From an optimization exercise on the open Yosys and OpenROAD flow, aimed at small area, a short achievable clock period and few clock cycles per item; shortcuts taken in it are not production practice.
The RTL was checked by simulation tests, not by an equivalence proof against the original design.

==> config.mk <==
export PLATFORM = sky130hd
export DESIGN_NAME = aes_cell
export DESIGN_NICKNAME = aes_cell
export VERILOG_FILES = /design/flow/design.v
export SDC_FILE = /design/flow/constraint.sdc
export NUM_CORES = 8
export LEC_CHECK = 0
export CAP_MARGIN = 20
export CORE_MARGIN = 2
export CORE_UTILIZATION = 40
export CTS_CLUSTER_DIAMETER = 150
export CTS_CLUSTER_SIZE = 20
export PLACE_DENSITY = 0.6
export SLEW_MARGIN = 20
==> constraint.sdc <==
create_clock -name core_clock -period 12.0 [get_ports {clk}]
set_input_delay 2.4000 -clock core_clock [delete_from_list [all_inputs] [get_ports {clk}]]
set_output_delay 2.4000 -clock core_clock [all_outputs]
set_load 0.01 [all_outputs]
==> design.v <==
module aes_sbox_a (
    input  wire [7:0]  a,
    output wire [17:0] m      
);
    wire U0, U1, U2, U3, U4, U5, U6, U7;
    wire T1, T2, T3, T4, T5, T6, T7, T8, T9, T10, T11, T12, T13, T14, T15, T16, T17, T18, T19, T20, T21, T22, T23, T24, T25, T26, T27, M1, M2, M3, M4, M5, M6, M7, M8, M9, M10, M11, M12, M13, M14, M15, M16, M17, M18, M19, M20, M21, M22, M23, M24, M25, M26, M27, M28, M29, M30, M31, M32, M33, M34, M35, M36, M37, M38, M39, M40, M41, M42, M43, M44, M45, M46, M47, M48, M49, M50, M51, M52, M53, M54, M55, M56, M57, M58, M59, M60, M61, M62, M63;
    assign {U0, U1, U2, U3, U4, U5, U6, U7} = a;
    assign T1 = U0 ^ U3;
    assign T2 = U0 ^ U5;
    assign T3 = U0 ^ U6;
    assign T4 = U3 ^ U5;
    assign T5 = U4 ^ U6;
    assign T6 = T1 ^ T5;
    assign T7 = U1 ^ U2;
    assign T8 = U7 ^ T6;
    assign T9 = U7 ^ T7;
    assign T10 = T6 ^ T7;
    assign T11 = U1 ^ U5;
    assign T12 = U2 ^ U5;
    assign T13 = T3 ^ T4;
    assign T14 = T6 ^ T11;
    assign T15 = T5 ^ T11;
    assign T16 = T5 ^ T12;
    assign T17 = T9 ^ T16;
    assign T18 = U3 ^ U7;
    assign T19 = T7 ^ T18;
    assign T20 = T1 ^ T19;
    assign T21 = U6 ^ U7;
    assign T22 = T7 ^ T21;
    assign T23 = T2 ^ T22;
    assign T24 = T2 ^ T10;
    assign T25 = T20 ^ T17;
    assign T26 = T3 ^ T16;
    assign T27 = T1 ^ T12;
    assign M1 = T13 & T6;
    assign M2 = T23 & T8;
    assign M3 = T14 ^ M1;
    assign M4 = T19 & U7;
    assign M5 = M4 ^ M1;
    assign M6 = T3 & T16;
    assign M7 = T22 & T9;
    assign M8 = T26 ^ M6;
    assign M9 = T20 & T17;
    assign M10 = M9 ^ M6;
    assign M11 = T1 & T15;
    assign M12 = T4 & T27;
    assign M13 = M12 ^ M11;
    assign M14 = T2 & T10;
    assign M15 = M14 ^ M11;
    assign M16 = M3 ^ M2;
    assign M17 = M5 ^ T24;
    assign M18 = M8 ^ M7;
    assign M19 = M10 ^ M15;
    assign M20 = M16 ^ M13;
    assign M21 = M17 ^ M15;
    assign M22 = M18 ^ M13;
    assign M23 = M19 ^ T25;
    assign M24 = M22 ^ M23;
    assign M25 = M22 & M20;
    assign M26 = M21 ^ M25;
    assign M27 = M20 ^ M21;
    assign M28 = M23 ^ M25;
    assign M29 = M28 & M27;
    assign M30 = M26 & M24;
    assign M31 = M20 & M23;
    assign M32 = M27 & M31;
    assign M33 = M27 ^ M25;
    assign M34 = M21 & M22;
    assign M35 = M24 & M34;
    assign M36 = M24 ^ M25;
    assign M37 = M21 ^ M29;
    assign M38 = M32 ^ M33;
    assign M39 = M23 ^ M30;
    assign M40 = M35 ^ M36;
    assign M41 = M38 ^ M40;
    assign M42 = M37 ^ M39;
    assign M43 = M37 ^ M38;
    assign M44 = M39 ^ M40;
    assign M45 = M42 ^ M41;
    assign M46 = M44 & T6;
    assign M47 = M40 & T8;
    assign M48 = M39 & U7;
    assign M49 = M43 & T16;
    assign M50 = M38 & T9;
    assign M51 = M37 & T17;
    assign M52 = M42 & T15;
    assign M53 = M45 & T27;
    assign M54 = M41 & T10;
    assign M55 = M44 & T13;
    assign M56 = M40 & T23;
    assign M57 = M39 & T19;
    assign M58 = M43 & T3;
    assign M59 = M38 & T22;
    assign M60 = M37 & T20;
    assign M61 = M42 & T1;
    assign M62 = M45 & T4;
    assign M63 = M41 & T2;
    assign m = {M46, M47, M48, M49, M50, M51, M52, M53, M54, M55, M56, M57, M58, M59, M60, M61, M62, M63};
endmodule
module aes_sbox_b (
    input  wire [17:0] m,
    output wire [7:0]  ye
);
    wire M46, M47, M48, M49, M50, M51, M52, M53, M54, M55, M56, M57, M58, M59, M60, M61, M62, M63;
    assign {M46, M47, M48, M49, M50, M51, M52, M53, M54, M55, M56, M57, M58, M59, M60, M61, M62, M63} = m;
    wire L0, L1, L2, L3, L4, L5, L6, L7, L8, L9, L10, L11, L12, L13, L14, L15, L16, L17, L18, L19, L20, L21, L22, L23, L24, L25, L26, L27, L28, L29, S0, S1, S2, S3, S4, S5, S6, S7;
    assign L0 = M61 ^ M62;
    assign L1 = M50 ^ M56;
    assign L2 = M46 ^ M48;
    assign L3 = M47 ^ M55;
    assign L4 = M54 ^ M58;
    assign L5 = M49 ^ M61;
    assign L6 = M62 ^ L5;
    assign L7 = M46 ^ L3;
    assign L8 = M51 ^ M59;
    assign L9 = M52 ^ M53;
    assign L10 = M53 ^ L4;
    assign L11 = M60 ^ L2;
    assign L12 = M48 ^ M51;
    assign L13 = M50 ^ L0;
    assign L14 = M52 ^ M61;
    assign L15 = M55 ^ L1;
    assign L16 = M56 ^ L0;
    assign L17 = M57 ^ L1;
    assign L18 = M58 ^ L8;
    assign L19 = M63 ^ L4;
    assign L20 = L0 ^ L1;
    assign L21 = L1 ^ L7;
    assign L22 = L3 ^ L12;
    assign L23 = L18 ^ L2;
    assign L24 = L15 ^ L9;
    assign L25 = L6 ^ L10;
    assign L26 = L7 ^ L9;
    assign L27 = L8 ^ L10;
    assign L28 = L11 ^ L14;
    assign L29 = L11 ^ L17;
    assign S0 = L6 ^ L24;
    assign S1 = ~(L16 ^ L26);
    assign S2 = ~(L19 ^ L28);
    assign S3 = L6 ^ L21;
    assign S4 = L20 ^ L22;
    assign S5 = L25 ^ L29;
    assign S6 = ~(L13 ^ L27);
    assign S7 = ~(L6 ^ L23);
    assign ye = {S0, S1, S2, S3, S4, S5, S6, S7};
endmodule
module aes_sbox_bd (
    input  wire [17:0] m,
    output wire [7:0]  ye,
    output wire [7:0]  yd
);
    wire M46, M47, M48, M49, M50, M51, M52, M53, M54, M55, M56, M57, M58, M59, M60, M61, M62, M63;
    assign {M46, M47, M48, M49, M50, M51, M52, M53, M54, M55, M56, M57, M58, M59, M60, M61, M62, M63} = m;
    wire L0, L1, L2, L3, L4, L5, L6, L7, L8, L9, L10, L11, L12, L13, L14, L15, L16, L17, L18, L19, L20, L21, L22, L23, L24, L25, L26, L27, L28, L29, S0, S1, S2, S3, S4, S5, S6, S7;
    assign L0 = M61 ^ M62;
    assign L1 = M50 ^ M56;
    assign L2 = M46 ^ M48;
    assign L3 = M47 ^ M55;
    assign L4 = M54 ^ M58;
    assign L5 = M49 ^ M61;
    assign L6 = M62 ^ L5;
    assign L7 = M46 ^ L3;
    assign L8 = M51 ^ M59;
    assign L9 = M52 ^ M53;
    assign L10 = M53 ^ L4;
    assign L11 = M60 ^ L2;
    assign L12 = M48 ^ M51;
    assign L13 = M50 ^ L0;
    assign L14 = M52 ^ M61;
    assign L15 = M55 ^ L1;
    assign L16 = M56 ^ L0;
    assign L17 = M57 ^ L1;
    assign L18 = M58 ^ L8;
    assign L19 = M63 ^ L4;
    assign L20 = L0 ^ L1;
    assign L21 = L1 ^ L7;
    assign L22 = L3 ^ L12;
    assign L23 = L18 ^ L2;
    assign L24 = L15 ^ L9;
    assign L25 = L6 ^ L10;
    assign L26 = L7 ^ L9;
    assign L27 = L8 ^ L10;
    assign L28 = L11 ^ L14;
    assign L29 = L11 ^ L17;
    assign S0 = L6 ^ L24;
    assign S1 = ~(L16 ^ L26);
    assign S2 = ~(L19 ^ L28);
    assign S3 = L6 ^ L21;
    assign S4 = L20 ^ L22;
    assign S5 = L25 ^ L29;
    assign S6 = ~(L13 ^ L27);
    assign S7 = ~(L6 ^ L23);
    assign ye = {S0, S1, S2, S3, S4, S5, S6, S7};
    assign yd[7] = M49 ^ M51 ^ M52 ^ M54 ^ M58 ^ M59 ^ M61 ^ M62;
    assign yd[6] = M47 ^ M48 ^ M49 ^ M50 ^ M52 ^ M54 ^ M55 ^ M56 ^ M59 ^ M60 ^ M61 ^ M63;
    assign yd[5] = M47 ^ M48 ^ M49 ^ M50 ^ M52 ^ M54 ^ M56 ^ M57 ^ M58 ^ M60 ^ M61 ^ M62;
    assign yd[4] = M46 ^ M48 ^ M52 ^ M54 ^ M58 ^ M59 ^ M61 ^ M62;
    assign yd[3] = M46 ^ M48 ^ M50 ^ M51 ^ M52 ^ M53 ^ M56 ^ M57 ^ M58 ^ M59 ^ M61 ^ M63;
    assign yd[2] = M46 ^ M47 ^ M50 ^ M51 ^ M52 ^ M54 ^ M58 ^ M59 ^ M61 ^ M62;
    assign yd[1] = M49 ^ M50 ^ M52 ^ M53 ^ M58 ^ M59 ^ M61 ^ M62;
    assign yd[0] = M55 ^ M57 ^ M61 ^ M63;
endmodule
module aes_ain (
    input  wire [7:0] a,
    output wire [7:0] y
);
    assign y[7] = a[6] ^ a[4] ^ a[1];
    assign y[6] = a[5] ^ a[3] ^ a[0];
    assign y[5] = a[7] ^ a[4] ^ a[2];
    assign y[4] = a[6] ^ a[3] ^ a[1];
    assign y[3] = a[5] ^ a[2] ^ a[0];
    assign y[2] = ~(a[7] ^ a[4] ^ a[1]);
    assign y[1] = a[6] ^ a[3] ^ a[0];
    assign y[0] = ~(a[7] ^ a[5] ^ a[2]);
endmodule
module aes_mc (input wire [31:0] a, output wire [31:0] y);
    wire t0, t1, t2, t3, t4, t5, t6, t7, t8, t9, t10, t11, t12, t13, t14, t15, t16, t17, t18, t19, t20, t21, t22, t23, t24, t25, t26, t27, t28, t29, t30, t31, t32, t33, t34, t35, t36, t37, t38, t39, t40, t41, t42, t43, t44, t45, t46, t47, t48, t49, t50, t51, t52, t53, t54, t55, t56, t57, t58, t59, t60, t61, t62, t63, t64, t65, t66, t67, t68, t69, t70, t71, t72, t73, t74, t75, t76, t77, t78, t79, t80, t81, t82, t83, t84, t85, t86, t87, t88, t89, t90, t91, t92, t93, t94, t95, t96, t97, t98, t99, t100, t101, t102, t103, t104, t105, t106, t107;
    assign t0 = a[31] ^ a[7];
    assign t1 = a[15] ^ a[23];
    assign t2 = a[15] ^ a[7];
    assign t3 = a[23] ^ a[31];
    assign t4 = a[16] ^ a[24];
    assign t5 = a[17] ^ a[25];
    assign t6 = a[10] ^ a[18];
    assign t7 = a[11] ^ a[19];
    assign t8 = a[2] ^ a[26];
    assign t9 = a[12] ^ a[20];
    assign t10 = a[27] ^ a[3];
    assign t11 = a[13] ^ a[21];
    assign t12 = a[28] ^ a[4];
    assign t13 = a[14] ^ a[22];
    assign t14 = a[29] ^ a[5];
    assign t15 = a[30] ^ a[6];
    assign t16 = a[0] ^ a[8];
    assign t17 = a[1] ^ a[9];
    assign t18 = a[8] ^ t0;
    assign t19 = t4 ^ t18;
    assign t20 = a[0] ^ a[24];
    assign t21 = a[9] ^ t0;
    assign t22 = t20 ^ t5;
    assign t23 = t21 ^ t22;
    assign t24 = a[1] ^ a[25];
    assign t25 = a[26] ^ t24;
    assign t26 = t6 ^ t25;
    assign t27 = a[27] ^ t0;
    assign t28 = t7 ^ t8;
    assign t29 = t27 ^ t28;
    assign t30 = a[28] ^ t0;
    assign t31 = t10 ^ t9;
    assign t32 = t30 ^ t31;
    assign t33 = a[29] ^ t11;
    assign t34 = t12 ^ t33;
    assign t35 = a[30] ^ t13;
    assign t36 = t14 ^ t35;
    assign t37 = a[31] ^ t1;
    assign t38 = t15 ^ t37;
    assign t39 = a[0] ^ t2;
    assign t40 = t4 ^ t39;
    assign t41 = a[1] ^ t16;
    assign t42 = t2 ^ t5;
    assign t43 = t41 ^ t42;
    assign t44 = a[18] ^ t17;
    assign t45 = t8 ^ t44;
    assign t46 = a[10] ^ a[19];
    assign t47 = a[2] ^ t10;
    assign t48 = t2 ^ t46;
    assign t49 = t47 ^ t48;
    assign t50 = a[11] ^ a[20];
    assign t51 = a[3] ^ t12;
    assign t52 = t2 ^ t50;
    assign t53 = t51 ^ t52;
    assign t54 = a[12] ^ a[21];
    assign t55 = a[4] ^ t14;
    assign t56 = t54 ^ t55;
    assign t57 = a[13] ^ a[22];
    assign t58 = a[5] ^ t15;
    assign t59 = t57 ^ t58;
    assign t60 = a[14] ^ a[23];
    assign t61 = a[6] ^ t0;
    assign t62 = t60 ^ t61;
    assign t63 = a[24] ^ t1;
    assign t64 = t16 ^ t63;
    assign t65 = a[16] ^ a[25];
    assign t66 = a[8] ^ t1;
    assign t67 = t17 ^ t65;
    assign t68 = t66 ^ t67;
    assign t69 = a[10] ^ a[17];
    assign t70 = a[9] ^ t69;
    assign t71 = t8 ^ t70;
    assign t72 = a[11] ^ t1;
    assign t73 = t10 ^ t6;
    assign t74 = t72 ^ t73;
    assign t75 = a[12] ^ t1;
    assign t76 = t12 ^ t7;
    assign t77 = t75 ^ t76;
    assign t78 = a[13] ^ t14;
    assign t79 = t9 ^ t78;
    assign t80 = a[14] ^ t11;
    assign t81 = t15 ^ t80;
    assign t82 = a[15] ^ t0;
    assign t83 = t13 ^ t82;
    assign t84 = a[16] ^ t16;
    assign t85 = t3 ^ t84;
    assign t86 = a[17] ^ t17;
    assign t87 = t3 ^ t4;
    assign t88 = t86 ^ t87;
    assign t89 = a[2] ^ t5;
    assign t90 = t6 ^ t89;
    assign t91 = a[18] ^ a[26];
    assign t92 = a[3] ^ t3;
    assign t93 = t7 ^ t91;
    assign t94 = t92 ^ t93;
    assign t95 = a[19] ^ a[27];
    assign t96 = a[4] ^ t3;
    assign t97 = t9 ^ t95;
    assign t98 = t96 ^ t97;
    assign t99 = a[20] ^ a[28];
    assign t100 = a[5] ^ t11;
    assign t101 = t99 ^ t100;
    assign t102 = a[21] ^ a[29];
    assign t103 = a[6] ^ t102;
    assign t104 = t13 ^ t103;
    assign t105 = a[22] ^ a[30];
    assign t106 = a[7] ^ t1;
    assign t107 = t105 ^ t106;
    assign y[0] = t19;
    assign y[1] = t23;
    assign y[2] = t26;
    assign y[3] = t29;
    assign y[4] = t32;
    assign y[5] = t34;
    assign y[6] = t36;
    assign y[7] = t38;
    assign y[8] = t40;
    assign y[9] = t43;
    assign y[10] = t45;
    assign y[11] = t49;
    assign y[12] = t53;
    assign y[13] = t56;
    assign y[14] = t59;
    assign y[15] = t62;
    assign y[16] = t64;
    assign y[17] = t68;
    assign y[18] = t71;
    assign y[19] = t74;
    assign y[20] = t77;
    assign y[21] = t79;
    assign y[22] = t81;
    assign y[23] = t83;
    assign y[24] = t85;
    assign y[25] = t88;
    assign y[26] = t90;
    assign y[27] = t94;
    assign y[28] = t98;
    assign y[29] = t101;
    assign y[30] = t104;
    assign y[31] = t107;
endmodule
module aes_mck (input wire [31:0] a, input wire [31:0] k, output wire [31:0] y);
    wire t0, t1, t2, t3, t4, t5, t6, t7, t8, t9, t10, t11, t12, t13, t14, t15, t16, t17, t18, t19, t20, t21, t22, t23, t24, t25, t26, t27, t28, t29, t30, t31, t32, t33, t34, t35, t36, t37, t38, t39, t40, t41, t42, t43, t44, t45, t46, t47, t48, t49, t50, t51, t52, t53, t54, t55, t56, t57, t58, t59, t60, t61, t62, t63, t64, t65, t66, t67, t68, t69, t70, t71, t72, t73, t74, t75, t76, t77, t78, t79, t80, t81, t82, t83, t84, t85, t86, t87, t88, t89, t90, t91, t92, t93, t94, t95, t96, t97, t98, t99, t100, t101, t102, t103, t104, t105, t106, t107, t108, t109, t110, t111, t112, t113, t114, t115, t116, t117, t118, t119, t120, t121, t122, t123, t124, t125, t126, t127, t128, t129, t130, t131, t132, t133, t134, t135, t136, t137, t138, t139;
    assign t0 = a[15] ^ a[7];
    assign t1 = a[23] ^ a[31];
    assign t2 = a[31] ^ a[7];
    assign t3 = a[15] ^ a[23];
    assign t4 = a[1] ^ a[25];
    assign t5 = a[13] ^ a[5];
    assign t6 = a[0] ^ a[24];
    assign t7 = a[30] ^ a[6];
    assign t8 = a[17] ^ a[9];
    assign t9 = a[18] ^ a[26];
    assign t10 = a[16] ^ a[8];
    assign t11 = a[11] ^ a[19];
    assign t12 = a[28] ^ a[4];
    assign t13 = a[12] ^ a[20];
    assign t14 = a[27] ^ a[3];
    assign t15 = a[14] ^ a[22];
    assign t16 = a[21] ^ a[29];
    assign t17 = a[10] ^ a[2];
    assign t18 = k[0] ^ a[24];
    assign t19 = t2 ^ t18;
    assign t20 = t10 ^ t19;
    assign t21 = a[25] ^ k[1];
    assign t22 = t21 ^ t8;
    assign t23 = t6 ^ t2;
    assign t24 = t22 ^ t23;
    assign t25 = a[10] ^ k[2];
    assign t26 = t25 ^ t9;
    assign t27 = t4 ^ t26;
    assign t28 = a[27] ^ a[2];
    assign t29 = k[3] ^ a[26];
    assign t30 = t11 ^ t29;
    assign t31 = t2 ^ t28;
    assign t32 = t31 ^ t30;
    assign t33 = a[28] ^ k[4];
    assign t34 = t13 ^ t2;
    assign t35 = t14 ^ t33;
    assign t36 = t35 ^ t34;
    assign t37 = k[5] ^ a[13];
    assign t38 = t16 ^ t37;
    assign t39 = t12 ^ t38;
    assign t40 = a[5] ^ a[30];
    assign t41 = a[29] ^ k[6];
    assign t42 = t41 ^ t15;
    assign t43 = t40 ^ t42;
    assign t44 = k[7] ^ a[15];
    assign t45 = t1 ^ t7;
    assign t46 = t44 ^ t45;
    assign t47 = a[16] ^ k[8];
    assign t48 = t6 ^ t47;
    assign t49 = t0 ^ t48;
    assign t50 = a[17] ^ k[9];
    assign t51 = a[8] ^ a[0];
    assign t52 = t0 ^ t51;
    assign t53 = t4 ^ t50;
    assign t54 = t53 ^ t52;
    assign t55 = a[9] ^ k[10];
    assign t56 = a[2] ^ a[1];
    assign t57 = t55 ^ t9;
    assign t58 = t56 ^ t57;
    assign t59 = k[11] ^ a[19];
    assign t60 = t0 ^ t59;
    assign t61 = t14 ^ t17;
    assign t62 = t61 ^ t60;
    assign t63 = a[3] ^ a[11];
    assign t64 = k[12] ^ a[20];
    assign t65 = t63 ^ t0;
    assign t66 = t64 ^ t12;
    assign t67 = t65 ^ t66;
    assign t68 = a[5] ^ k[13];
    assign t69 = a[12] ^ a[4];
    assign t70 = t16 ^ t69;
    assign t71 = t68 ^ t70;
    assign t72 = a[22] ^ k[14];
    assign t73 = t72 ^ t7;
    assign t74 = t5 ^ t73;
    assign t75 = a[14] ^ a[6];
    assign t76 = a[7] ^ k[15];
    assign t77 = t76 ^ t1;
    assign t78 = t75 ^ t77;
    assign t79 = a[8] ^ k[16];
    assign t80 = t3 ^ t6;
    assign t81 = t79 ^ t80;
    assign t82 = k[17] ^ a[9];
    assign t83 = t10 ^ t3;
    assign t84 = t82 ^ t4;
    assign t85 = t84 ^ t83;
    assign t86 = a[26] ^ k[18];
    assign t87 = t8 ^ t86;
    assign t88 = t17 ^ t87;
    assign t89 = k[19] ^ a[18];
    assign t90 = a[10] ^ a[11];
    assign t91 = t90 ^ t89;
    assign t92 = t3 ^ t14;
    assign t93 = t92 ^ t91;
    assign t94 = a[12] ^ k[20];
    assign t95 = t94 ^ t12;
    assign t96 = t11 ^ t3;
    assign t97 = t95 ^ t96;
    assign t98 = a[29] ^ k[21];
    assign t99 = t13 ^ t98;
    assign t100 = t5 ^ t99;
    assign t101 = k[22] ^ a[21];
    assign t102 = a[13] ^ a[14];
    assign t103 = t102 ^ t101;
    assign t104 = t7 ^ t103;
    assign t105 = a[31] ^ k[23];
    assign t106 = t105 ^ t15;
    assign t107 = t0 ^ t106;
    assign t108 = a[0] ^ k[24];
    assign t109 = t10 ^ t1;
    assign t110 = t108 ^ t109;
    assign t111 = a[16] ^ a[1];
    assign t112 = k[25] ^ a[24];
    assign t113 = t1 ^ t8;
    assign t114 = t112 ^ t111;
    assign t115 = t114 ^ t113;
    assign t116 = k[26] ^ a[18];
    assign t117 = a[17] ^ a[25];
    assign t118 = t116 ^ t117;
    assign t119 = t17 ^ t118;
    assign t120 = k[27] ^ a[3];
    assign t121 = t1 ^ t9;
    assign t122 = t11 ^ t120;
    assign t123 = t122 ^ t121;
    assign t124 = a[19] ^ a[4];
    assign t125 = k[28] ^ a[27];
    assign t126 = t1 ^ t124;
    assign t127 = t125 ^ t13;
    assign t128 = t126 ^ t127;
    assign t129 = k[29] ^ a[28];
    assign t130 = a[20] ^ a[21];
    assign t131 = t129 ^ t130;
    assign t132 = t5 ^ t131;
    assign t133 = a[6] ^ k[30];
    assign t134 = t133 ^ t16;
    assign t135 = t15 ^ t134;
    assign t136 = k[31] ^ a[23];
    assign t137 = a[30] ^ a[22];
    assign t138 = t136 ^ t137;
    assign t139 = t0 ^ t138;
    assign y[0] = t20;
    assign y[1] = t24;
    assign y[2] = t27;
    assign y[3] = t32;
    assign y[4] = t36;
    assign y[5] = t39;
    assign y[6] = t43;
    assign y[7] = t46;
    assign y[8] = t49;
    assign y[9] = t54;
    assign y[10] = t58;
    assign y[11] = t62;
    assign y[12] = t67;
    assign y[13] = t71;
    assign y[14] = t74;
    assign y[15] = t78;
    assign y[16] = t81;
    assign y[17] = t85;
    assign y[18] = t88;
    assign y[19] = t93;
    assign y[20] = t97;
    assign y[21] = t100;
    assign y[22] = t104;
    assign y[23] = t107;
    assign y[24] = t110;
    assign y[25] = t115;
    assign y[26] = t119;
    assign y[27] = t123;
    assign y[28] = t128;
    assign y[29] = t132;
    assign y[30] = t135;
    assign y[31] = t139;
endmodule
module aes_imc_ain (input wire [31:0] a, output wire [31:0] y);
    wire t0, t1, t2, t3, t4, t5, t6, t7, t8, t9, t10, t11, t12, t13, t14, t15, t16, t17, t18, t19, t20, t21, t22, t23, t24, t25, t26, t27, t28, t29, t30, t31, t32, t33, t34, t35, t36, t37, t38, t39, t40, t41, t42, t43, t44, t45, t46, t47, t48, t49, t50, t51, t52, t53, t54, t55, t56, t57, t58, t59, t60, t61, t62, t63, t64, t65, t66, t67, t68, t69, t70, t71, t72, t73, t74, t75, t76, t77, t78, t79, t80, t81, t82, t83, t84, t85, t86, t87, t88, t89, t90, t91, t92, t93, t94, t95, t96, t97, t98, t99, t100, t101, t102, t103, t104, t105, t106, t107, t108, t109, t110, t111, t112, t113, t114, t115, t116, t117, t118, t119, t120, t121, t122, t123, t124, t125, t126, t127, t128, t129, t130, t131, t132, t133, t134, t135, t136, t137, t138, t139, t140, t141, t142, t143, t144, t145, t146, t147, t148, t149, t150, t151, t152, t153, t154, t155, t156, t157, t158, t159, t160, t161, t162, t163, t164, t165, t166, t167, t168, t169, t170, t171, t172, t173, t174, t175, t176, t177, t178, t179, t180, t181, t182, t183, t184, t185, t186, t187, t188, t189, t190, t191, t192, t193, t194, t195, t196, t197, t198, t199, t200, t201, t202, t203, t204, t205, t206, t207, t208, t209, t210;
    assign t0 = a[18] ^ a[21];
    assign t1 = a[10] ^ a[13];
    assign t2 = a[26] ^ a[29];
    assign t3 = a[2] ^ a[5];
    assign t4 = a[23] ^ a[7];
    assign t5 = a[11] ^ a[14];
    assign t6 = a[19] ^ a[22];
    assign t7 = a[15] ^ a[31];
    assign t8 = a[27] ^ a[30];
    assign t9 = a[3] ^ a[6];
    assign t10 = a[0] ^ a[4];
    assign t11 = a[24] ^ a[28];
    assign t12 = a[16] ^ a[20];
    assign t13 = a[12] ^ a[8];
    assign t14 = a[9] ^ t1;
    assign t15 = a[25] ^ t2;
    assign t16 = a[1] ^ t3;
    assign t17 = a[17] ^ t0;
    assign t18 = t7 ^ t9;
    assign t19 = t4 ^ t5;
    assign t20 = t13 ^ t8;
    assign t21 = t10 ^ t6;
    assign t22 = a[12] ^ t16;
    assign t23 = t12 ^ t15;
    assign t24 = a[28] ^ t17;
    assign t25 = a[20] ^ t14;
    assign t26 = a[21] ^ t11;
    assign t27 = a[14] ^ a[9];
    assign t28 = t21 ^ t7;
    assign t29 = a[17] ^ a[22];
    assign t30 = t6 ^ t8;
    assign t31 = a[30] ^ t13;
    assign t32 = a[8] ^ t16;
    assign t33 = a[16] ^ t14;
    assign t34 = t12 ^ t17;
    assign t35 = a[1] ^ a[6];
    assign t36 = t10 ^ t8;
    assign t37 = a[13] ^ t12;
    assign t38 = a[25] ^ t3;
    assign t39 = t20 ^ t4;
    assign t40 = a[25] ^ t21;
    assign t41 = a[14] ^ a[30];
    assign t42 = a[17] ^ t11;
    assign t43 = a[14] ^ t18;
    assign t44 = t5 ^ t7;
    assign t45 = a[11] ^ t38;
    assign t46 = t19 ^ t22;
    assign t47 = t0 ^ t11;
    assign t48 = a[31] ^ t2;
    assign t49 = t27 ^ t47;
    assign t50 = a[22] ^ a[6];
    assign t51 = a[9] ^ t6;
    assign t52 = a[3] ^ t29;
    assign t53 = a[15] ^ t1;
    assign t54 = t31 ^ t45;
    assign t55 = a[0] ^ t23;
    assign t56 = a[24] ^ t17;
    assign t57 = a[29] ^ t24;
    assign t58 = a[4] ^ t18;
    assign t59 = a[1] ^ t20;
    assign t60 = t25 ^ t26;
    assign t61 = t32 ^ t9;
    assign t62 = a[29] ^ a[30];
    assign t63 = a[5] ^ t15;
    assign t64 = a[19] ^ t35;
    assign t65 = a[15] ^ a[24];
    assign t66 = t19 ^ t9;
    assign t67 = a[27] ^ t49;
    assign t68 = a[23] ^ t18;
    assign t69 = a[25] ^ a[19];
    assign t70 = a[0] ^ t62;
    assign t71 = t69 ^ t37;
    assign t72 = t70 ^ t22;
    assign t73 = t71 ^ t68;
    assign t74 = t73 ^ t72;
    assign t75 = a[20] ^ t2;
    assign t76 = t10 ^ t41;
    assign t77 = t52 ^ t76;
    assign t78 = t75 ^ t16;
    assign t79 = t77 ^ t78;
    assign t80 = a[24] ^ t0;
    assign t81 = t16 ^ t36;
    assign t82 = t80 ^ t81;
    assign t83 = t68 ^ t82;
    assign t84 = a[31] ^ a[7];
    assign t85 = t84 ^ t11;
    assign t86 = t85 ^ t40;
    assign t87 = t86 ^ t61;
    assign t88 = a[4] ^ a[9];
    assign t89 = t4 ^ t88;
    assign t90 = t89 ^ t23;
    assign t91 = t61 ^ t90;
    assign t92 = a[2] ^ t52;
    assign t93 = t36 ^ t48;
    assign t94 = t93 ^ t92;
    assign t95 = t33 ^ t94;
    assign t96 = a[22] ^ a[1];
    assign t97 = t1 ^ t96;
    assign t98 = t97 ^ t36;
    assign t99 = t66 ^ t98;
    assign t100 = t99 ^ t57;
    assign t101 = a[18] ^ t62;
    assign t102 = t11 ^ t101;
    assign t103 = t102 ^ t28;
    assign t104 = t103 ^ t46;
    assign t105 = a[8] ^ a[31];
    assign t106 = a[5] ^ a[27];
    assign t107 = t106 ^ t35;
    assign t108 = t105 ^ t107;
    assign t109 = t19 ^ t108;
    assign t110 = t109 ^ t60;
    assign t111 = a[28] ^ t50;
    assign t112 = t111 ^ t14;
    assign t113 = t112 ^ t54;
    assign t114 = a[0] ^ t13;
    assign t115 = t48 ^ t114;
    assign t116 = t14 ^ t66;
    assign t117 = t115 ^ t116;
    assign t118 = a[15] ^ a[7];
    assign t119 = t118 ^ t5;
    assign t120 = t10 ^ t119;
    assign t121 = t33 ^ t120;
    assign t122 = t59 ^ t121;
    assign t123 = t44 ^ t42;
    assign t124 = t22 ^ t123;
    assign t125 = t33 ^ t124;
    assign t126 = a[10] ^ a[7];
    assign t127 = t126 ^ t9;
    assign t128 = t127 ^ t56;
    assign t129 = t54 ^ t128;
    assign t130 = t0 ^ t5;
    assign t131 = t31 ^ t130;
    assign t132 = t51 ^ t58;
    assign t133 = t131 ^ t63;
    assign t134 = t132 ^ t133;
    assign t135 = a[26] ^ a[6];
    assign t136 = a[5] ^ t135;
    assign t137 = t136 ^ t28;
    assign t138 = t25 ^ t39;
    assign t139 = t138 ^ t137;
    assign t140 = a[3] ^ a[16];
    assign t141 = a[7] ^ a[13];
    assign t142 = t140 ^ t27;
    assign t143 = t141 ^ t142;
    assign t144 = t143 ^ t28;
    assign t145 = t57 ^ t144;
    assign t146 = a[4] ^ t41;
    assign t147 = t1 ^ t146;
    assign t148 = t64 ^ t147;
    assign t149 = t34 ^ t148;
    assign t150 = a[7] ^ a[8];
    assign t151 = t150 ^ t3;
    assign t152 = t6 ^ t151;
    assign t153 = t44 ^ t152;
    assign t154 = t34 ^ t153;
    assign t155 = a[23] ^ t13;
    assign t156 = t9 ^ t65;
    assign t157 = t156 ^ t155;
    assign t158 = t51 ^ t34;
    assign t159 = t157 ^ t158;
    assign t160 = t4 ^ t40;
    assign t161 = t56 ^ t25;
    assign t162 = t160 ^ t161;
    assign t163 = a[18] ^ t5;
    assign t164 = t163 ^ t53;
    assign t165 = t64 ^ t164;
    assign t166 = t165 ^ t55;
    assign t167 = a[6] ^ a[17];
    assign t168 = t2 ^ t167;
    assign t169 = t37 ^ t168;
    assign t170 = t30 ^ t169;
    assign t171 = t46 ^ t170;
    assign t172 = a[2] ^ t37;
    assign t173 = t43 ^ t172;
    assign t174 = t39 ^ t24;
    assign t175 = t173 ^ t174;
    assign t176 = a[21] ^ a[11];
    assign t177 = a[4] ^ t29;
    assign t178 = t65 ^ t176;
    assign t179 = t178 ^ t177;
    assign t180 = t63 ^ t39;
    assign t181 = t179 ^ t180;
    assign t182 = a[12] ^ t50;
    assign t183 = t15 ^ t182;
    assign t184 = t183 ^ t67;
    assign t185 = a[16] ^ t11;
    assign t186 = t4 ^ t185;
    assign t187 = t15 ^ t30;
    assign t188 = t53 ^ t187;
    assign t189 = t186 ^ t188;
    assign t190 = a[23] ^ a[31];
    assign t191 = t8 ^ t190;
    assign t192 = t5 ^ t191;
    assign t193 = t42 ^ t192;
    assign t194 = t193 ^ t55;
    assign t195 = a[0] ^ t7;
    assign t196 = t15 ^ t195;
    assign t197 = t24 ^ t59;
    assign t198 = t196 ^ t197;
    assign t199 = a[23] ^ a[26];
    assign t200 = t6 ^ t199;
    assign t201 = t200 ^ t32;
    assign t202 = t67 ^ t201;
    assign t203 = t30 ^ t38;
    assign t204 = t203 ^ t43;
    assign t205 = t204 ^ t60;
    assign t206 = a[10] ^ a[22];
    assign t207 = t206 ^ t26;
    assign t208 = t19 ^ t58;
    assign t209 = t23 ^ t207;
    assign t210 = t209 ^ t208;
    assign y[0] = ~t74;
    assign y[1] = t79;
    assign y[2] = ~t83;
    assign y[3] = t87;
    assign y[4] = t91;
    assign y[5] = t95;
    assign y[6] = t100;
    assign y[7] = t104;
    assign y[8] = ~t110;
    assign y[9] = t113;
    assign y[10] = ~t117;
    assign y[11] = t122;
    assign y[12] = t125;
    assign y[13] = t129;
    assign y[14] = t134;
    assign y[15] = t139;
    assign y[16] = ~t145;
    assign y[17] = t149;
    assign y[18] = ~t154;
    assign y[19] = t159;
    assign y[20] = t162;
    assign y[21] = t166;
    assign y[22] = t171;
    assign y[23] = t175;
    assign y[24] = ~t181;
    assign y[25] = t184;
    assign y[26] = ~t189;
    assign y[27] = t194;
    assign y[28] = t198;
    assign y[29] = t202;
    assign y[30] = t205;
    assign y[31] = t210;
endmodule
module aes_sbox_bk (
    input  wire [17:0] m,      
    input  wire [7:0]  k,
    output wire [7:0]  ye,
    output wire [7:0]  ydk
);
    wire M46, M47, M48, M49, M50, M51, M52, M53, M54, M55, M56, M57, M58, M59, M60, M61, M62, M63;
    assign {M46, M47, M48, M49, M50, M51, M52, M53, M54, M55, M56, M57, M58, M59, M60, M61, M62, M63} = m;
    wire q0, q1, q2, q3, q4, q5, q6, q7, q8, q9, q10, q11, q12, q13, q14, q15, q16, q17, q18, q19, q20, q21, q22, q23, q24, q25, q26, q27, q28, q29, q30, q31, q32, q33, q34, q35, q36, q37, q38, q39, q40, q41, q42, q43, q44, q45, q46, q47, q48, q49, q50, q51, q52, q53, q54, q55, q56, q57, q58, q59, q60, q61, q62, q63, q64, q65, q66, q67;
    assign q0 = M61 ^ M62;
    assign q1 = M58 ^ q0;
    assign q2 = M50 ^ M56;
    assign q3 = M59 ^ q1;
    assign q4 = M52 ^ M54;
    assign q5 = M49 ^ q2;
    assign q6 = M46 ^ M48;
    assign q7 = M61 ^ M63;
    assign q8 = M55 ^ q0;
    assign q9 = M52 ^ M53;
    assign q10 = M60 ^ q4;
    assign q11 = M47 ^ M48;
    assign q12 = M46 ^ M47;
    assign q13 = M58 ^ q7;
    assign q14 = q5 ^ q8;
    assign q15 = M51 ^ q2;
    assign q16 = M53 ^ M54;
    assign q17 = M55 ^ q7;
    assign q18 = M50 ^ M51;
    assign q19 = M49 ^ M51;
    assign q20 = M57 ^ q6;
    assign q21 = q1 ^ q5;
    assign q22 = q9 ^ q14;
    assign q23 = M56 ^ q12;
    assign q24 = q9 ^ q23;
    assign q25 = q8 ^ q24;
    assign q26 = q6 ^ q13;
    assign q27 = q10 ^ q26;
    assign q28 = q12 ^ q14;
    assign q29 = q11 ^ q8;
    assign q30 = q15 ^ q29;
    assign q31 = M60 ^ q16;
    assign q32 = q20 ^ q31;
    assign q33 = q32 ^ q21;
    assign q34 = q18 ^ q16;
    assign q35 = q34 ^ q3;
    assign q36 = q6 ^ q19;
    assign q37 = q36 ^ q3;
    assign q38 = k[7] ^ q4;
    assign q39 = q19 ^ q38;
    assign q40 = q39 ^ q3;
    assign q41 = k[6] ^ M59;
    assign q42 = q11 ^ q41;
    assign q43 = q5 ^ q42;
    assign q44 = q17 ^ q10;
    assign q45 = q43 ^ q44;
    assign q46 = k[5] ^ M57;
    assign q47 = q11 ^ q46;
    assign q48 = q10 ^ q47;
    assign q49 = q21 ^ q48;
    assign q50 = k[4] ^ q4;
    assign q51 = q6 ^ q50;
    assign q52 = q51 ^ q3;
    assign q53 = M59 ^ k[3];
    assign q54 = q53 ^ q9;
    assign q55 = q54 ^ q15;
    assign q56 = q20 ^ q13;
    assign q57 = q55 ^ q56;
    assign q58 = k[2] ^ q12;
    assign q59 = q18 ^ q4;
    assign q60 = q58 ^ q59;
    assign q61 = q3 ^ q60;
    assign q62 = M50 ^ M49;
    assign q63 = k[1] ^ q62;
    assign q64 = q9 ^ q63;
    assign q65 = q64 ^ q3;
    assign q66 = M57 ^ k[0];
    assign q67 = q66 ^ q17;
    assign ye[7] = q22;
    assign ye[6] = ~q25;
    assign ye[5] = ~q27;
    assign ye[4] = q28;
    assign ye[3] = q30;
    assign ye[2] = q33;
    assign ye[1] = ~q35;
    assign ye[0] = ~q37;
    assign ydk[7] = q40;
    assign ydk[6] = q45;
    assign ydk[5] = q49;
    assign ydk[4] = q52;
    assign ydk[3] = q57;
    assign ydk[2] = q61;
    assign ydk[1] = q65;
    assign ydk[0] = q67;
endmodule
module aes_cell (
    input  wire         clk,
    input  wire         rst,           
    input  wire         in_valid,
    output wire         in_ready,
    input  wire         in_decrypt,    
    input  wire         in_key256,     
    input  wire [255:0] in_key,
    input  wire [127:0] in_block,
    output reg          out_valid,
    output reg  [127:0] out_block
);
    function [7:0] xt;
        input [7:0] a;
        xt = {a[6:0], 1'b0} ^ (a[7] ? 8'h1b : 8'h00);
    endfunction
    function [7:0] xtinv;       
        input [7:0] a;
        xtinv = a[0] ? ({1'b1, a[7:1]} ^ 8'h0d) : {1'b0, a[7:1]};
    endfunction
    function [127:0] shiftrows;
        input [127:0] s;
        integer i;
        begin
            for (i = 0; i < 16; i = i + 1)
                shiftrows[127 - 8 * i -: 8] = s[127 - 8 * ((i % 4) + 4 * (((i / 4) + (i % 4)) % 4)) -: 8];
        end
    endfunction
    function [127:0] invshiftrows;
        input [127:0] s;
        integer i;
        begin
            for (i = 0; i < 16; i = i + 1)
                invshiftrows[127 - 8 * i -: 8] = s[127 - 8 * ((i % 4) + 4 * (((i / 4) + 4 - (i % 4)) % 4)) -: 8];
        end
    endfunction
    reg  [127:0] q_st;
    reg  [255:0] q_kw;
    reg  [31:0]  q_ks;
    reg          q_ks1;         
    reg          q_busy, q_dec, q_k256, q_pre, q_par;
    reg          q_done;        
    reg  [3:0]   q_cnt;
    reg  [7:0]   q_rc;
    reg  [1:0]   q_tag;
    reg  [287:0] p_m;           
    reg  [71:0]  p_km;          
    reg  [255:0] p_kw;
    reg          p_busy, p_dec, p_k256, p_pre, p_par, p_done;
    reg          p_last, p_lastpre;    
    reg          p_nxt;                
    reg  [3:0]   p_cnt;
    reg  [7:0]   p_rc;
    reg  [1:0]   p_tag;
    genvar g;
    wire [127:0] x1 = q_st;
    wire [31:0]  ks1 = q_ks1 ? q_kw[31:0] : q_ks;
    wire [287:0] m1;
    wire [71:0]  km1;
    generate
        for (g = 0; g < 16; g = g + 1) begin : g_s1
            aes_sbox_a u_sa (.a(x1[127 - 8 * g -: 8]), .m(m1[287 - 18 * g -: 18]));
        end
        for (g = 0; g < 4; g = g + 1) begin : g_k1
            aes_sbox_a u_ka (.a(ks1[31 - 8 * g -: 8]), .m(km1[71 - 18 * g -: 18]));
        end
    endgenerate
    always @(posedge clk) begin
        p_m    <= {m1[287:128], (q_pre || q_done) ? q_st : m1[127:0]};
        p_done <= q_done;
        p_last    <= q_last;
        p_lastpre <= (q_cnt == (q_k256 ? 4'd13 : 4'd10));
        p_nxt     <= (q_tag == rd_nx);
        p_km   <= km1;
        p_kw   <= q_kw;
        p_dec  <= q_dec;
        p_k256 <= q_k256;
        p_pre  <= q_pre;
        p_par  <= q_par;
        p_cnt  <= q_cnt;
        p_rc   <= q_rc;
        p_tag  <= q_tag;
    end
    wire [127:0] sbe;           
    wire [127:0] dk;            
    wire [31:0]  ks_sub;
    generate
        for (g = 0; g < 16; g = g + 1) begin : g_s2
            aes_sbox_bk u_sb (.m(p_m[287 - 18 * g -: 18]), .k(p_kw[255 - 8 * g -: 8]),
                              .ye(sbe[127 - 8 * g -: 8]), .ydk(dk[127 - 8 * g -: 8]));
        end
        for (g = 0; g < 4; g = g + 1) begin : g_k2
            aes_sbox_b u_kb (.m(p_km[71 - 18 * g -: 18]), .ye(ks_sub[31 - 8 * g -: 8]));
        end
    endgenerate
    wire [31:0] h0 = p_kw[255:224], h1 = p_kw[223:192], h2 = p_kw[191:160], h3 = p_kw[159:128];
    wire [31:0] l0 = p_kw[127:96],  l1 = p_kw[95:64],   l2 = p_kw[63:32],   l3 = p_kw[31:0];
    wire [31:0] ks_t = p_par ? {ks_sub[23:16] ^ p_rc, ks_sub[15:0], ks_sub[31:24]} : ks_sub;
    wire [31:0] h01 = h0 ^ h1, h012 = h01 ^ h2, h0123 = h012 ^ h3;
    wire [127:0] kf = {h0 ^ ks_t, h01 ^ ks_t, h012 ^ ks_t, h0123 ^ ks_t};
    wire [31:0] b0 = p_k256 ? l0 : h0, b1 = p_k256 ? l1 : h1, b2 = p_k256 ? l2 : h2, b3 = p_k256 ? l3 : h3;
    wire [127:0] kb = {b0 ^ ks_t, b1 ^ b0, b2 ^ b1, b3 ^ b2};
    wire [127:0] rk0 = p_k256 ? p_kw[127:0] : {h0, h01, h012, h0123};
    wire [127:0] rkx = {4{ks_t}} & {128{!p_k256}};
    wire [127:0] mc, dnext_s;      
    generate
        for (g = 0; g < 4; g = g + 1) begin : g_mix
            aes_mck     u_mc  (.a(sbe[127 - 32 * g -: 32]), .k(rk0[127 - 32 * g -: 32]), .y(mc[127 - 32 * g -: 32]));
            aes_imc_ain u_imc (.a(dk[127 - 32 * g -: 32]),  .y(dnext_s[127 - 32 * g -: 32]));
        end
    endgenerate
    wire [127:0] dnext = invshiftrows(dnext_s);
    wire [127:0] blk_s = invshiftrows(invshiftrows(p_m[127:0])) ^ invshiftrows(kf);
    wire [127:0] blk_a;
    generate
        for (g = 0; g < 16; g = g + 1) begin : g_ain_blk
            aes_ain u_ain (.a(blk_s[127 - 8 * g -: 8]), .y(blk_a[127 - 8 * g -: 8]));
        end
    endgenerate
    wire last    = p_last;
    wire lastpre = p_lastpre;
    wire fin     = p_busy && !p_pre && !p_done && last;    
    wire q_last  = (q_cnt == (q_k256 ? 4'd14 : 4'd10));
    reg    rdy;
    assign in_ready = rdy;
    wire   accept   = in_ready && in_valid;
    wire c_pass = !in_ready && p_done;                             
    wire c_hold = !in_ready && !p_done && hold;                    
    wire c_run  = !in_ready && !p_done && !hold;                   
    wire c_pre  = c_run && p_pre && !lastpre;                      
    wire c_last = c_run && p_pre && lastpre;                       
    wire c_dec  = c_run && !p_pre && p_dec;                        
    wire c_enc  = c_run && !p_pre && !p_dec;                       
    wire c_fwd  = c_pre || c_last || c_enc;                        
    always @(posedge clk) begin
        if (in_ready) begin
            q_dec  <= in_decrypt;
            q_k256 <= in_key256;
            q_pre  <= in_decrypt;
            q_par  <= 1'b1;
            q_cnt  <= 4'd1;
            q_rc   <= 8'h01;
            q_tag  <= wr_tag;
            q_done <= 1'b0;
            q_ks1  <= in_key256;
        end else begin
            q_done <= p_done || hold;
            q_dec  <= p_dec;
            q_k256 <= p_k256;
            q_tag  <= p_tag;
            q_cnt  <= c_last ? 4'd1 : p_cnt + 4'd1;
            q_par  <= c_last ? 1'b1 : p_k256 ? !p_par : p_par;
            q_pre  <= p_pre && !c_last;
            q_ks1  <= 1'b0;
            q_rc   <= p_rc;
            if (c_last && !p_k256)                 q_rc <= xtinv(p_rc);
            else if ((c_pre || c_enc) && p_par)    q_rc <= xt(p_rc);
            else if (c_dec && p_par)               q_rc <= xtinv(p_rc);
        end
    end
    wire k_new  = in_ready;
    wire k_fwd  = !in_ready && (p_pre || !p_dec);                   
    wire k_last = !in_ready && p_pre && lastpre;                    
    wire k_dec  = !in_ready && !p_pre && p_dec;                     
    wire k_enc  = !in_ready && !p_pre && !p_dec;                    
    wire [127:0] st_new   = shiftrows(in_block ^ (in_key[255:128] & {128{!in_decrypt}}));
    wire [127:0] st_early = in_ready ? st_new : c_last ? blk_a : p_m[127:0];
    wire [127:0] kh_early = k_new ? in_key[255:128] : (k_fwd && (p_k256 || k_last)) ? p_kw[127:0] : p_kw[255:128];
    wire [127:0] kl_early = k_new ? in_key[127:0] : k_dec ? p_kw[255:128] : p_kw[127:0];
    wire         kh_kf    = k_fwd && !(p_k256 || k_last);        
    wire         kl_kf    = k_fwd;                                
    wire [31:0]  ks_early = k_new ? in_key[159:128] : k_last ? (p_k256 ? l3 : (h3 ^ h2))
                          : (p_k256 ? (l3 ^ l2) : (h3 ^ h1));
    wire         ks_kf    = k_fwd && !k_last;
    always @(posedge clk) begin
        q_st <= ({128{c_dec}}  & dnext)
              | ({128{c_enc}}  & shiftrows(mc ^ rkx))
              | ({128{c_hold}} & res)
              | ({128{!(c_dec || c_enc || c_hold)}} & st_early);
        q_kw <= {({128{kh_kf}} & kf) | ({128{k_dec}} & kb) | ({128{!(kh_kf || k_dec)}} & kh_early),
                 ({128{kl_kf}} & kf) | ({128{!kl_kf}} & kl_early)};
        q_ks <= ({32{ks_kf}} & kf[31:0]) | ({32{!ks_kf}} & ks_early);
    end
    reg  [127:0] rb;
    reg          rb_v;
    reg  [1:0]   rb_tag;
    reg  [1:0]   rd_tag, wr_tag;
    reg  [1:0]   n_open;        
    wire [127:0] ek0     = sbe ^ rk0;
    wire [127:0] ek      = ek0 ^ rkx;
    wire [127:0] res     = p_dec ? dk : ek;
    wire         p_next  = p_nxt;
    wire         byp     = fin && p_next;                       
    wire         from_p  = p_busy && p_done && p_next;          
    wire         from_rb = rb_v && (rb_tag == rd_tag);
    wire         to_rb   = fin && !p_next && !rb_v;
    wire         hold    = fin && !p_next && rb_v;              
    wire         load    = byp || from_p || from_rb;
    wire         p_free  = !p_busy || byp || to_rb || from_p;   
    wire [1:0]   rd_nx   = rd_tag + (load ? 2'd1 : 2'd0);
    wire         rb_v_nx = to_rb || (rb_v && !from_rb);
    wire [1:0]   n_open_nx = n_open + (accept ? 2'd1 : 2'd0) - (load ? 2'd1 : 2'd0);
    wire         q_fin   = q_busy && !q_pre && !q_done && q_last;
    wire         q_free  = !q_busy || (q_fin && (q_tag == rd_nx || !rb_v_nx))
                                   || (q_done && q_tag == rd_nx);
    always @(posedge clk) begin
        out_block <= ({128{byp && !p_dec}} & ek) | ({128{byp && p_dec}} & dk)
                   | ({128{!byp}} & (from_rb ? rb : p_m[127:0]));
        if (to_rb) begin
            rb     <= res;
            rb_tag <= p_tag;
        end
    end
    always @(posedge clk) begin
        if (rst) begin
            q_busy    <= 1'b0;
            p_busy    <= 1'b0;
            rb_v      <= 1'b0;
            rd_tag    <= 2'd0;
            wr_tag    <= 2'd0;
            n_open    <= 2'd0;
            rdy       <= 1'b1;
            out_valid <= 1'b0;
        end else begin
            p_busy    <= q_busy;
            q_busy    <= in_ready ? in_valid : (p_busy && !p_free);
            if (accept) wr_tag <= wr_tag + 2'd1;
            rd_tag    <= rd_nx;
            out_valid <= load;
            n_open    <= n_open_nx;
            rb_v      <= rb_v_nx;
            rdy       <= q_free && (n_open_nx != 2'd3);
        end
    end
endmodule
==> flow/run.sh <==
#!/bin/bash
# Own layout flow: the standard ORFS flow (standard.sh), except that
#  - synthesis maps the combinational logic with the ABC script in
#    flow/abc.script instead of ORFS's (registers are mapped before ABC, as
#    in the standard synthesis), and
#  - the ORFS make variables in flow/make_args.txt (one per line) are added:
#    a setup margin for repair_timing, so the design is sized for a shorter
#    achieved period than the 12 ns clock, and the buffer cell for the port
#    buffers.
# The clock period, SDC and everything else are the standard flow's.
set -euo pipefail
W=$PWD
cat > "$W/own_synth.tcl" <<EOF2
proc abc {args} {
  set i [lsearch -exact \$args -script]
  if {\$i >= 0} { set args [lreplace \$args [expr {\$i + 1}] [expr {\$i + 1}] $W/flow/abc.script] }
  puts "own_synth: abc with \$args"
  yosys abc {*}\$args
}
source $W/synth_recipe.tcl
EOF2
sed "s#SYNTH_SCRIPT=[^ ]*#SYNTH_SCRIPT=$W/own_synth.tcl#" standard.sh > own_standard.sh
grep -q "own_synth.tcl" own_standard.sh
ARGS=()
while IFS= read -r line; do
  [[ -n "$line" && "$line" != \#* ]] && ARGS+=("$line")
done < "$W/flow/make_args.txt"
bash own_standard.sh "${ARGS[@]}" finish > "$W/flow_make.log" 2>&1
==> flow/abc.script <==
&get -n
&st
&dch
&nf -p -R 10
&put
==> flow/make_args.txt <==
SETUP_SLACK_MARGIN=8.0
BUFFER_PORTS_ARGS=-buffer_cell sky130_fd_sc_hd__buf_1
==> standard.sh <==
#!/bin/bash
# synth_recipe.tcl (not shown) runs the flow's synth.tcl, then flattens the netlist and writes it again
# the make line also repeats each setting of config.mk as NAME=value (left out here)
make -C /OpenROAD-flow-scripts/flow DESIGN_CONFIG=/design/flow/config.mk WORK_HOME=/design/flow/orfs CLKGATE_MAP_FILE= SYNTH_SCRIPT=/design/flow/synth_recipe.tcl "${@:-finish}"
==> results.txt <==
-- kinds of logic (layout without fill, tap and decap cells) --
| kind of cell | Yosys count | after routing | share of synthesized area |
|---|---|---|---|
| adder cells (fa/ha/maj) | 44 | 44 | 0.00583 |
| XOR/XNOR | 4666 | 4666 | 0.438 |
| other | 0 | 24 | 0 |
| multiplexers | 173 | 173 | 0.0185 |
| buffers and inverters | 81 | 1338 | 0.00322 |
| AO/OA/AOI/OAI | 2188 | 2188 | 0.133 |
| AND/OR/NAND/NOR | 2299 | 2301 | 0.102 |
| flip-flops | 1343 | 1343 | 0.299 |
-- cell usage after synthesis, types with 51 or more instances --
library cell     n  area (um^2)
a22oi_1        247         1850
xor2_1        1238        10800
nand3_1         91          455
a31oi_1        114          713
nor2b_1        276         1730
xnor2_1       3392        29700
o21ai_0        694         3470
a21oi_1        789         3950
dfxtp_1       1213        24300
edfxtp_1       130         3900
mux2i_1        164         1640
o22ai_1        100          626
o31ai_1         72          541
nor2_1         689         2590
nand2_1       1151         4320
a211oi_1        51          383
clkinv_1        81          304
-- worst register-to-register path: stages (launching register included) --
cell,delay (ns)
dfxtp_1,0.36
xor2_1,0.25
xnor2_1,0.25
xor2_2,0.46
xnor2_1,0.20
buf_4,0.25
xor2_2,0.41
xnor2_2,0.22
xnor2_2,0.22
xnor2_1,0.37
xnor2_2,0.18
o22ai_1,0.77
a21oi_1,0.12
nand2_1,0.12
-- layout make-up --
class	instances	area share
diodes	24	0.000522
clock buffers	114	0.0181
clock inverters	11	0.00124
inverters	81	0.00265
multi-input cells	9372	0.634
flip-flops and latches	1343	0.246
well taps	3150	0.0342
repair buffers	1132	0.0628
-- metal layers --
metal	up-vias	routed length, um	global-route usage
met5	-	447	0.0109
met4	32	50500	0.331
met3	1545	71000	0.141
met2	6389	226000	0.636
met1	44700	226000	0.606
li1	38400	-	-
-- final timing paths --
path / to / slack [ns] / cells after the start
setup / recovery: q_st[87] / 7.78 / 13
hold / removal: p_kw[38] / 0.31 / 0
setup reg to reg: q_st[87] / 7.78 / 13
hold reg to reg: p_kw[38] / 0.31 / 0
-- through the flow --
step           TNS, ns  std cells
6_report             0      15200
5_1_grt              0      15200
4_1_cts              0      15100
3_5_place_dp         0      14900
3_3_place_gp         0      14900
2_1_floorplan  -996.63      10800
-- flip-flops by register name, summed over array words and instances, names as in the netlist, 4 cells and up --
| name | flops |
|---|---|
| out_block | 128 |
| p_cnt | 4 |
| p_km | 72 |
| p_kw | 256 |
| p_m | 288 |
| p_rc | 8 |
| q_cnt | 4 |
| q_ks | 32 |
| q_kw | 256 |
| q_rc | 8 |
| q_st | 128 |
| rb | 128 |
-- timing repair --
action	CTS	global route
gates resized for setup	629	440
setup endpoints to repair	474	312
setup buffers	81	103
pin swaps	26	66
gates cloned	7	1
hold buffers	0	0
==> flow_summary.json <==
{
  "outcome": "timing/DRC/antenna clean",
  "worstMarginPinSlew_ns": 1.37,
  "syn_area_mm2": 0.0944,
  "port_buffers": 518,
  "ys_warn_count": 1,
  "placed_area_mm2": 0.104,
  "synth-seq-cells": 1343,
  "final_cell_mix": "xnor2_1, nand2_1, dfxtp_1",
  "path_buf_inv": 1,
  "crit_chain": "xor2_1, xnor2_1, xor2_2, xnor2_1, buf_4, xor2_2, xnor2_2, xnor2_2, xnor2_1, xnor2_2, o22ai_1, a21oi_1, nand2_1",
  "synthCells": 10800,
  "grt_pass1_wl_um": 750000,
  "die_area_mm2": 0.240,
  "critical_path_required_ns": 12.74,
  "ys.flop_type": "dfxtp_1",
  "antenna_found_initial": 50,
  "utilization": 0.490,
  "synth_nets": 11200,
  "hold_path.class": "flop to flop",
  "ys_seq_area_frac": 0.299,
  "path_delay_family": "XOR/XNOR gates",
  "num_rows": 178,
  "syn_avg_cell_area_um2": 8.74,
  "regArea_mm2": 0.0284,
  "crit_path_max_fanout": 6,
  "cts-buffers-inserted": 78,
  "slew_violations": 0,
  "wirelength_um": 574000,
  "cts_tree": "yes",
  "multi_input_area_mm2": 0.0730,
  "die_width_um": 490,
  "fin_crit_ns": 4.22,
  "crit_start": "p_m[272]",
  "layout-drive-gt1-share": 0.138,
  "clock-root-buffer": "clkbuf_16",
  "place.gp.congestion": 1.09,
  "layout_commonest_cell": "xnor2_1",
  "grt_max_degree": 105,
  "cts.sinks": 1343,
  "vias_per_cell": 5.98,
  "hpwl_um": 455000,
  "fill_cells": 22600,
  "start_util": 0.402,
  "clk_latency_ns": 0.83,
  "firstDrtPassIters": 8,
  "min_period_over_period": 0.352,
  "ant_nets": 0,
  "post_drt_wl_per_cell_um": 37.7,
  "cap_viol_max_count": 0,
  "fin_nets": 12400,
  "hold_slack_ns": 0.310,
  "die_y_um": 490,
  "overflow": 0,
  "boundaryPins": 519,
  "hold_violations": 0,
  "slowest_delay_ns": 0.76,
  "end_kind": "flop",
  "syn2layout_area_growth_pct": 22.0,
  "reg2reg_from": "p_m[272]",
  "synth-edff-count": 130,
  "place_ws_ns": 6.28,
  "clkTransAtPathRegs_ns": 0.10,
  "ctsLongestPathBuffers": 3,
  "synth_cell_type_count": 48,
  "stdcell_area_mm2": 0.115,
  "drt_iter0_drc": 13900,
  "fmax_mhz": 237,
  "relSlewSlack": 0.0587,
  "skew_ns": 0.0632,
  "setup_violations": 0,
  "start_kind": "flop",
  "first_global_vias": 83500,
  "drc_errors": 0,
  "grtUsageTotal": 0.462,
  "via_count": 91100,
  "arrival_ns": 4.96,
  "htree_levels": 3,
  "cp_slowest_cell": "o22ai_1",
  "core_mm2": 0.235,
  "async_flop_share": 0,
  "min_from": "q_kw[38]",
  "fin_ws_ns": 7.78,
  "rsz0062_at_grt": "yes",
  "critPathKind": "flop to flop"
}
Testbench counts, summed over its fixed seeds: cycles 47,949, items 3,200.

[port drivers added, routing unchanged]
How much do the figures lean on ideal ports? The routed layout below was timed once more, with nothing changed but the port constraints.
Step 1 assumes that a clkbuf_16 drives the clock port and a buf_2 every other input.
Step 2 adds t to the input delays and takes it off the output delays; t is the mean of the earliest and latest rising clock arrival at the registers after step 1. Input paths then give back, and output paths get back, about the clock's delay inside the block.
Slacks: ideal ports / drivers / drivers and shift; pairs: ideal ports / drivers.
t (ns): 0.907
setup slack, ns: 7.778 / 7.778 / 7.110
worst setup path after step 2: input to register
cell pins on the clock port's net: 1
After both steps this run still meets setup and hold. For this run, drivers alone change the setup slack by 0.000 ns; drivers and shift together by -0.668 ns.
